This is an optimization exercise on Yosys and OpenROAD, whose aim is small area, a short achievable clock period and few clock cycles, not a production implementation.
Function was checked by simulation only, so behaviour that the tests miss may differ from the original.
No activity file was given, so power comes from the tool's default toggle rates.

run A:
==> flow/design.v (excerpt) <==
module sha3_512_core (
    input  wire         clk,
    input  wire         rst,           
    input  wire         in_valid,
    output wire         in_ready,
    input  wire [63:0]  in_data,
    input  wire         in_last,
    input  wire [3:0]   in_nbytes,
    output wire         out_valid,
    input  wire         out_ready,
    output wire [511:0] out_digest
);
Size: ~13000 cells after synthesis, roughly 590 I/O pins, roughly 140000 um2 of cells after synthesis.
==> flow/config.mk <==
export PLATFORM = sky130hd
export DESIGN_NAME = sha3_512_core
export DESIGN_NICKNAME = sha3_512_core
export VERILOG_FILES = /design/flow/design.v
export SDC_FILE = /design/flow/constraint.sdc
export NUM_CORES = 4
export LEC_CHECK = 0
export CAP_MARGIN = 40
export CORE_MARGIN = 2
export CORE_UTILIZATION = 30
export CTS_CLUSTER_DIAMETER = 50
export CTS_CLUSTER_SIZE = 20
export SETUP_SLACK_MARGIN = 2.0
export SLEW_MARGIN = 20
export SYNTH_HIERARCHICAL = 1
==> flow/constraint.sdc <==
create_clock -name core_clock -period 5.0 [get_ports {clk}]
set_input_delay 1.0000 -clock core_clock [delete_from_list [all_inputs] [get_ports {clk}]]
set_output_delay 1.0000 -clock core_clock [all_outputs]
set_load 0.01 [all_outputs]
run.sh (not shown) runs the stock make flow with config.mk's settings and CLKGATE_MAP_FILE= SYNTH_SCRIPT=/design/flow/synth_recipe.tcl, a recipe that flattens the netlist after the stock synthesis.
Run A: full flow OK, the timing, DRC and antenna checks passed
Testbench counts of run A, summed over its fixed seeds: cycles 59,080.
Input changes introduced in run B (baseline for comparison: run A):
- setting GPL_ROUTABILITY_DRIVEN to 0 for the first time
- removing CTS_CLUSTER_SIZE (formerly 20)
- changing SETUP_SLACK_MARGIN from 2.0 to 1.8
- removing CTS_CLUSTER_DIAMETER (formerly 50)
Findings:
Count of clock-buffer cells in the layout: run B < run A. Met2 demand-to-capacity share in global routing (run B over run A): decrease, 13 points. When run B is measured against run A, its proportion of power drawn by the clock network turns out 8.9 points lower. On sequential power, run A and run B are basically level. Cmp run B vs run A: wire length of the first global-routing pass lower in run B. Compared with run A, run B shows a sequential share of power that is 8.6 points higher. Sort run A and run B by global-route usage over all layers, descending, and run A comes first. Compare run A and run B | share of the core filled with cells in the final layout lower: run B. Total number of cells along the worst setup path is lower on run B. Fmax: run B lower than run A.
#### Input delta (run C over run B)
- a deleted GPL_ROUTABILITY_DRIVEN that had been 0
Results
[compare] base=run B new=run C: design area +about 2.7%; relative area of clock buffers and inverters in the final design has increased; highest clock rate grew by about 4%; cell total after placement grew by 421.
Sort run B and run C by critical path depth in cells asc -> top: run B
The stage delay of the slowest cell on the critical path of run C is lower than that of run B.
Run C vs. run B: power +about 3.2%, transition at the pin with the smallest max-transition slack ~0 delta, fraction of the cycle the final worst path needs -2.6 points, largest net degree at the start of global routing -7.0%.
Height of the die: run B vs run C identical
For run D, these inputs were changed with respect to run C:
- an added CTS_BUF_LIST of sky130_fd_sc_hd__clkbuf_8
- a change of CAP_MARGIN from 40 to 20
- a change of SLEW_MARGIN from 20 to 10
==> summary.txt <==
- When run D is set beside run C, its worst hold slack turns out to be 0.067 ns smaller.
- Run D vs run C — layout-stage area growth over the synthesis result rose 1.2 points.
- Run D against run C: clock tree cell share of total cell area lower, setup slack up 0.029 ns, total internal power fell by 8.9%.
- On met2 usage in global routing: run D sits above run C.
- Taking run C as the reference point, the setup slack at placement of run D falls by 0.086 ns.


Starting RTL as in the previous note.
export LEC_CHECK = 0
export CAP_MARGIN = 40
export CORE_MARGIN = 2
export CORE_UTILIZATION = 30
export CTS_BUF_LIST = sky130_fd_sc_hd__clkbuf_8
export CTS_CLUSTER_DIAMETER = 100
export CTS_CLUSTER_SIZE = 8
export SETUP_SLACK_MARGIN = 1.8
export SLEW_MARGIN = 20
export SYNTH_HIERARCHICAL = 1
create_clock -name core_clock -period 5.0 [get_ports {clk}]
Testbench counts at the start, summed over its fixed seeds: cycles 59,080.
Rerun with:
--- a/flow/config.mk
+++ b/flow/config.mk
@@ -11,4 +11,2 @@
 export CTS_BUF_LIST = sky130_fd_sc_hd__clkbuf_8
-export CTS_CLUSTER_DIAMETER = 100
-export CTS_CLUSTER_SIZE = 8
 export SETUP_SLACK_MARGIN = 1.8
=> Synthesized cell count is unchanged; setup slack gains 0.022 ns; critical path depth decreases by 1; core utilization rises by 0.68 points; maximum frequency rises by 0.65%; power climbs by 13%; design area came out higher by 1.8%; clock power grows by 32%; die area does not change; routed wire length stays flat.
Rerun with:
--- a/flow/config.mk
+++ b/flow/config.mk
@@ -10,3 +10,4 @@
 export CORE_UTILIZATION = 30
-export CTS_BUF_LIST = sky130_fd_sc_hd__clkbuf_8
+export CTS_CLUSTER_DIAMETER = 100
+export CTS_CLUSTER_SIZE = 15
 export SETUP_SLACK_MARGIN = 1.8
Effect: The changed run ran to the end with no violations; synthesized cell count stays the same; power fell by 8.9%; sequential share of layout area increases by 0.13 points; register-to-register slack stays flat; hold slack improved by 0.042 ns; critical path depth is higher by 1; cell count decreases by 2.2%; count of clock-buffer cells in the layout decreases by 228; design area fell by 1.7%; maximum frequency is about the same.

afterwards: timing with drivers on the ports:
In the flow no input, the clock included, has a driving cell. The finished layouts below were timed again as built, in two steps.
Step 1 (the two cells are an assumption about what drives the block):
set clk [get_ports {clk}]
set_driving_cell -lib_cell sky130_fd_sc_hd__clkbuf_16 $clk
set_driving_cell -lib_cell sky130_fd_sc_hd__buf_2 [delete_from_list [all_inputs] $clk]
Step 2 adds t to the input delays and takes it off the output delays; t is the mean of the earliest and latest rising clock arrival at the registers after step 1. Input paths then give back, and output paths get back, about the clock's delay inside the block.
Slacks: ideal / step 1 / step 2; pairs: ideal / step 1.
run	t (ns)	setup WS [ns]	pins driven straight from the clock port
run A	1.158	1.800 / 1.800 / 1.119	1
run B	1.130	1.418 / 1.418 / 1.028	1
run C	1.111	1.549 / 1.549 / 1.185	1
run D	1.347	1.577 / 1.577 / 1.028	1
the first run of note 2	1.295	1.607 / 1.607 / 1.145	1
the second run of note 2	1.346	1.629 / 1.629 / 1.183	1
the third run of note 2	1.101	1.630 / 1.630 / 1.179	1
After both steps every run listed still meets setup and hold. The setup slack of run A, which loses most, moves by 0.000 ns with the drivers and by -0.681 ns with both steps.
